What follows belongs to an exercise in optimizing a design on an open flow for small area, a short achievable clock period and few clock cycles; a production flow would make more cautious choices. The RTL was checked by simulation tests, not by an equivalence proof against the original design.

## the previous run
==> flow/design.v <==
module sha256_core (
    input  wire         clk,
    input  wire         rst,         
    input  wire         msg_valid,
    output wire         msg_ready,
    input  wire         msg_first,
    input  wire [31:0]  msg_word,
    output reg          done,
    output wire [255:0] digest
);
    localparam [255:0] IV = {32'h6a09e667, 32'hbb67ae85, 32'h3c6ef372, 32'ha54ff53a,
                             32'h510e527f, 32'h9b05688c, 32'h1f83d9ab, 32'h5be0cd19};
    reg  [3:0]  wcnt;     
    reg         wfull;    
    reg         pend;     
    reg         fin;      
    reg  [5:0]  rnd;      
    reg         ivsel;    
    reg  [31:0] w [0:15];
    reg  [31:0] a, b, c, d, e, f, g, h;
    reg  [31:0] h0, h1, h2, h3, h4, h5, h6, h7;
    assign msg_ready = ~wfull;
    assign digest    = {h0, h1, h2, h3, h4, h5, h6, h7};
    wire accept = msg_valid & ~wfull;
    wire go     = pend | wfull;              
    wire ld_iv  = accept & (wcnt == 4'd0) & msg_first;
    wire ff     = fin | (wfull & (rnd[5:2] == 4'hf) & (rnd[1:0] != 2'd0));
    function [31:0] rotr(input [31:0] x, input integer n);
        rotr = (x >> n) | (x << (32 - n));
    endfunction
    reg  [31:0] k_t, k_nx;
    wire [5:0]  rnd_nx = rst ? 6'd0 : go ? rnd + 6'd1 : rnd;
    always @(posedge clk)
        k_t <= k_nx;
    always @(*) begin
        case (rnd_nx)
            6'd0:  k_nx = 32'h428a2f98; 6'd1:  k_nx = 32'h71374491;
            6'd2:  k_nx = 32'hb5c0fbcf; 6'd3:  k_nx = 32'he9b5dba5;
            6'd4:  k_nx = 32'h3956c25b; 6'd5:  k_nx = 32'h59f111f1;
            6'd6:  k_nx = 32'h923f82a4; 6'd7:  k_nx = 32'hab1c5ed5;
            6'd8:  k_nx = 32'hd807aa98; 6'd9:  k_nx = 32'h12835b01;
            6'd10: k_nx = 32'h243185be; 6'd11: k_nx = 32'h550c7dc3;
            6'd12: k_nx = 32'h72be5d74; 6'd13: k_nx = 32'h80deb1fe;
            6'd14: k_nx = 32'h9bdc06a7; 6'd15: k_nx = 32'hc19bf174;
            6'd16: k_nx = 32'he49b69c1; 6'd17: k_nx = 32'hefbe4786;
            6'd18: k_nx = 32'h0fc19dc6; 6'd19: k_nx = 32'h240ca1cc;
            6'd20: k_nx = 32'h2de92c6f; 6'd21: k_nx = 32'h4a7484aa;
            6'd22: k_nx = 32'h5cb0a9dc; 6'd23: k_nx = 32'h76f988da;
            6'd24: k_nx = 32'h983e5152; 6'd25: k_nx = 32'ha831c66d;
            6'd26: k_nx = 32'hb00327c8; 6'd27: k_nx = 32'hbf597fc7;
            6'd28: k_nx = 32'hc6e00bf3; 6'd29: k_nx = 32'hd5a79147;
            6'd30: k_nx = 32'h06ca6351; 6'd31: k_nx = 32'h14292967;
            6'd32: k_nx = 32'h27b70a85; 6'd33: k_nx = 32'h2e1b2138;
            6'd34: k_nx = 32'h4d2c6dfc; 6'd35: k_nx = 32'h53380d13;
            6'd36: k_nx = 32'h650a7354; 6'd37: k_nx = 32'h766a0abb;
            6'd38: k_nx = 32'h81c2c92e; 6'd39: k_nx = 32'h92722c85;
            6'd40: k_nx = 32'ha2bfe8a1; 6'd41: k_nx = 32'ha81a664b;
            6'd42: k_nx = 32'hc24b8b70; 6'd43: k_nx = 32'hc76c51a3;
            6'd44: k_nx = 32'hd192e819; 6'd45: k_nx = 32'hd6990624;
            6'd46: k_nx = 32'hf40e3585; 6'd47: k_nx = 32'h106aa070;
            6'd48: k_nx = 32'h19a4c116; 6'd49: k_nx = 32'h1e376c08;
            6'd50: k_nx = 32'h2748774c; 6'd51: k_nx = 32'h34b0bcb5;
            6'd52: k_nx = 32'h391c0cb3; 6'd53: k_nx = 32'h4ed8aa4a;
            6'd54: k_nx = 32'h5b9cca4f; 6'd55: k_nx = 32'h682e6ff3;
            6'd56: k_nx = 32'h748f82ee; 6'd57: k_nx = 32'h78a5636f;
            6'd58: k_nx = 32'h84c87814; 6'd59: k_nx = 32'h8cc70208;
            6'd60: k_nx = 32'h90befffa; 6'd61: k_nx = 32'ha4506ceb;
            6'd62: k_nx = 32'hbef9a3f7; default: k_nx = 32'hc67178f2;
        endcase
    end
    function [31:0] add32(input [31:0] x, input [31:0] y);
        reg [31:0] gg, pp, p0;
        integer l, j;
        begin
            gg = x & y;
            pp = x ^ y;
            p0 = pp;
            for (l = 0; l < 5; l = l + 1)
                for (j = 0; j < 32; j = j + 1)
                    if ((j >> l) & 1) begin
                        gg[j] = gg[j] | (pp[j] & gg[((j >> l) << l) - 1]);
                        pp[j] = pp[j] & pp[((j >> l) << l) - 1];
                    end
            add32 = p0 ^ {gg[30:0], 1'b0};
        end
    endfunction
    function [63:0] csa(input [31:0] x, input [31:0] y, input [31:0] z);
        csa = {x ^ y ^ z, ((x & y) | (x & z) | (y & z)) << 1};
    endfunction
    wire [31:0] big_s1 = rotr(e, 6) ^ rotr(e, 11) ^ rotr(e, 25);
    wire [31:0] big_s0 = rotr(a, 2) ^ rotr(a, 13) ^ rotr(a, 22);
    wire [31:0] ch     = g ^ (e & (f ^ g));
    wire [31:0] maj    = (a & b) | (c & (a | b));
    wire [63:0] hwk = csa(h, w[15], k_t);
    wire [63:0] u   = csa(hwk[63:32], hwk[31:0], big_s1);
    wire [63:0] x   = csa(ch, big_s0, maj);
    wire [63:0] ea  = csa(u[63:32], u[31:0], ch);
    wire [63:0] eb  = csa(ea[63:32], ea[31:0], d);
    wire [63:0] aa  = csa(u[63:32], u[31:0], x[63:32]);
    wire [63:0] ab  = csa(aa[63:32], aa[31:0], x[31:0]);
    wire [31:0] e_new = add32(eb[63:32], eb[31:0]);
    wire [31:0] a_new = add32(ab[63:32], ab[31:0]);
    wire [31:0] sml_s0 = rotr(w[1], 7)  ^ rotr(w[1], 18)  ^ (w[1] >> 3);
    wire [31:0] sml_s1 = rotr(w[14], 17) ^ rotr(w[14], 19) ^ (w[14] >> 10);
    wire [63:0] wa     = csa(sml_s1, w[9], sml_s0);
    wire [63:0] wb     = csa(wa[63:32], wa[31:0], w[0]);
    wire [31:0] w_next = add32(wb[63:32], wb[31:0]);
    reg  [31:0] iv_a, iv_e;
    always @(*) begin
        case (rnd[1:0])
            2'd1:    begin iv_a = IV[159:128]; iv_e = IV[31:0];   end
            2'd2:    begin iv_a = IV[191:160]; iv_e = IV[63:32];  end
            2'd3:    begin iv_a = IV[223:192]; iv_e = IV[95:64];  end
            default: begin iv_a = IV[255:224]; iv_e = IV[127:96]; end
        endcase
    end
    wire [31:0] ff_a = add32(ivsel ? iv_a : h3, a);
    wire [31:0] ff_e = add32(ivsel ? iv_e : h7, e);
    integer i;
    always @(posedge clk) begin
        if (rst) begin
            wcnt  <= 4'd0;
            wfull <= 1'b0;
            pend  <= 1'b0;
            fin   <= 1'b0;
            rnd   <= 6'd0;
            done  <= 1'b0;
        end else begin
            pend <= accept;
            done <= fin;
            fin  <= wfull & (rnd == 6'd63);
            if (accept) begin
                wcnt <= wcnt + 4'd1;
                if (wcnt == 4'd15)
                    wfull <= 1'b1;
            end
            if (go) begin
                rnd <= rnd + 6'd1;
                if (rnd == 6'd63)
                    wfull <= 1'b0;
            end
        end
    end
    always @(posedge clk) begin
        if (accept && wcnt == 4'd0)
            ivsel <= msg_first;
        if (accept || wfull) begin
            for (i = 0; i < 15; i = i + 1)
                w[i] <= w[i + 1];
            w[15] <= wfull ? w_next : msg_word;
        end
        if (ff) begin
            h0 <= ff_a; h1 <= h0; h2 <= h1; h3 <= h2;
            h4 <= ff_e; h5 <= h4; h6 <= h5; h7 <= h6;
        end
        if (ld_iv) begin
            a <= IV[255:224]; b <= IV[223:192]; c <= IV[191:160]; d <= IV[159:128];
            e <= IV[127:96];  f <= IV[95:64];   g <= IV[63:32];   h <= IV[31:0];
        end else if (fin) begin
            a <= ff_a; b <= h0; c <= h1; d <= h2;
            e <= ff_e; f <= h4; g <= h5; h <= h6;
        end else if (go) begin
            h <= g;
            g <= f;
            f <= e;
            e <= e_new;
            d <= c;
            c <= b;
            b <= a;
            a <= a_new;
        end
    end
endmodule
make LEC_CHECK=0 ABC_AREA=1 CAP_MARGIN=20 CORE_MARGIN=2 CORE_UTILIZATION=40 SETUP_SLACK_MARGIN=5 SLEW_MARGIN=20 finish   # period 10.0 ns
run.sh (not shown) runs the stock make flow with config.mk's settings and CLKGATE_MAP_FILE= SYNTH_SCRIPT=/design/flow/synth_recipe.tcl, a recipe that flattens the netlist after the stock synthesis.
Testbench counts of the previous run, summed over its fixed seeds: cycles 24,976.
Input changes introduced in the current run (baseline for comparison: the previous run):
diff --git a/flow/design.v b/flow/design.v
--- a/flow/design.v
+++ b/flow/design.v
@@ -67,24 +67,8 @@
             6'd60: k_nx = 32'h90befffa; 6'd61: k_nx = 32'ha4506ceb;
             6'd62: k_nx = 32'hbef9a3f7; default: k_nx = 32'hc67178f2;
         endcase
     end
-    function [31:0] add32(input [31:0] x, input [31:0] y);
-        reg [31:0] gg, pp, p0;
-        integer l, j;
-        begin
-            gg = x & y;
-            pp = x ^ y;
-            p0 = pp;
-            for (l = 0; l < 5; l = l + 1)
-                for (j = 0; j < 32; j = j + 1)
-                    if ((j >> l) & 1) begin
-                        gg[j] = gg[j] | (pp[j] & gg[((j >> l) << l) - 1]);
-                        pp[j] = pp[j] & pp[((j >> l) << l) - 1];
-                    end
-            add32 = p0 ^ {gg[30:0], 1'b0};
-        end
-    endfunction
     function [63:0] csa(input [31:0] x, input [31:0] y, input [31:0] z);
         csa = {x ^ y ^ z, ((x & y) | (x & z) | (y & z)) << 1};
     endfunction
     wire [31:0] big_s1 = rotr(e, 6) ^ rotr(e, 11) ^ rotr(e, 25);
@@ -97,15 +81,13 @@
     wire [63:0] ea  = csa(u[63:32], u[31:0], ch);
     wire [63:0] eb  = csa(ea[63:32], ea[31:0], d);
     wire [63:0] aa  = csa(u[63:32], u[31:0], x[63:32]);
     wire [63:0] ab  = csa(aa[63:32], aa[31:0], x[31:0]);
-    wire [31:0] e_new = add32(eb[63:32], eb[31:0]);
-    wire [31:0] a_new = add32(ab[63:32], ab[31:0]);
+    wire [31:0] e_new = eb[63:32] + eb[31:0];
+    wire [31:0] a_new = ab[63:32] + ab[31:0];
     wire [31:0] sml_s0 = rotr(w[1], 7)  ^ rotr(w[1], 18)  ^ (w[1] >> 3);
     wire [31:0] sml_s1 = rotr(w[14], 17) ^ rotr(w[14], 19) ^ (w[14] >> 10);
-    wire [63:0] wa     = csa(sml_s1, w[9], sml_s0);
-    wire [63:0] wb     = csa(wa[63:32], wa[31:0], w[0]);
-    wire [31:0] w_next = add32(wb[63:32], wb[31:0]);
+    wire [31:0] w_next = sml_s1 + w[9] + sml_s0 + w[0];
     reg  [31:0] iv_a, iv_e;
     always @(*) begin
         case (rnd[1:0])
             2'd1:    begin iv_a = IV[159:128]; iv_e = IV[31:0];   end
@@ -113,10 +95,10 @@
             2'd3:    begin iv_a = IV[223:192]; iv_e = IV[95:64];  end
             default: begin iv_a = IV[255:224]; iv_e = IV[127:96]; end
         endcase
     end
-    wire [31:0] ff_a = add32(ivsel ? iv_a : h3, a);
-    wire [31:0] ff_e = add32(ivsel ? iv_e : h7, e);
+    wire [31:0] ff_a = (ivsel ? iv_a : h3) + a;
+    wire [31:0] ff_e = (ivsel ? iv_e : h7) + e;
     integer i;
     always @(posedge clk) begin
         if (rst) begin
             wcnt  <= 4'd0;
==> comparison <==
The current run finished every stage and its layout cleared the timing, DRC and antenna checks. On the current run: length of routed wiring on met1 is 28% higher than what the previous run gave. Re placed cell area: the previous run and the current run aren't equal, and the higher value belongs to the current run. Worst slew margin relative to its limit was lower in the previous run than in the current run. Changes observed in the current run relative to the previous run: time the final worst path needs with I/O delays and setup went up; fraction of the cycle the final worst path needs went up; multi-input gate count went up; area fraction in and, or, nand and nor cells after synthesis went up. In the metrics for the previous run and the current run, the one carrying the higher sequential fraction of total cell area is the previous run. The current run ended up with sky130_fd_sc_hd__fa_2 as its critical-path cell with the highest stage delay; the previous run ended up with sky130_fd_sc_hd__clkdlybuf4s50_1. The current run has cell count after synthesis above what the previous run had.
Testbench counts of the current run, summed over its fixed seeds: cycles 24,976.

-- re-timing with driven ports --
Ports are ideal in the flow. The routed layouts listed here were re-timed in OpenROAD. Step 1: set_driving_cell puts a clkbuf_16 on clk and a buf_2 on each other input, an assumption about the parent block. Step 2 also shifts input and output timing later by t, the mid clock arrival at the registers, as if the neighbouring blocks saw the same clock. Three values: no drivers, after step 1, after step 2; two values: the first two.
run | t (ns) | slack for setup (ns) | worst hold slack (ns) | worst data-port slew with drivers (ns)
the previous run | 0.826 | 5.094 / 5.046 / 4.220 | 0.393 / 0.393 / 0.393 | 0.12
the current run | 0.830 | 5.075 / 5.075 / 4.318 | 0.405 / 0.405 / 0.405 | 0.05
After both steps every run listed still meets setup and hold. For the previous run, which loses most, drivers alone change the setup slack by -0.048 ns; drivers and shift together by -0.874 ns.
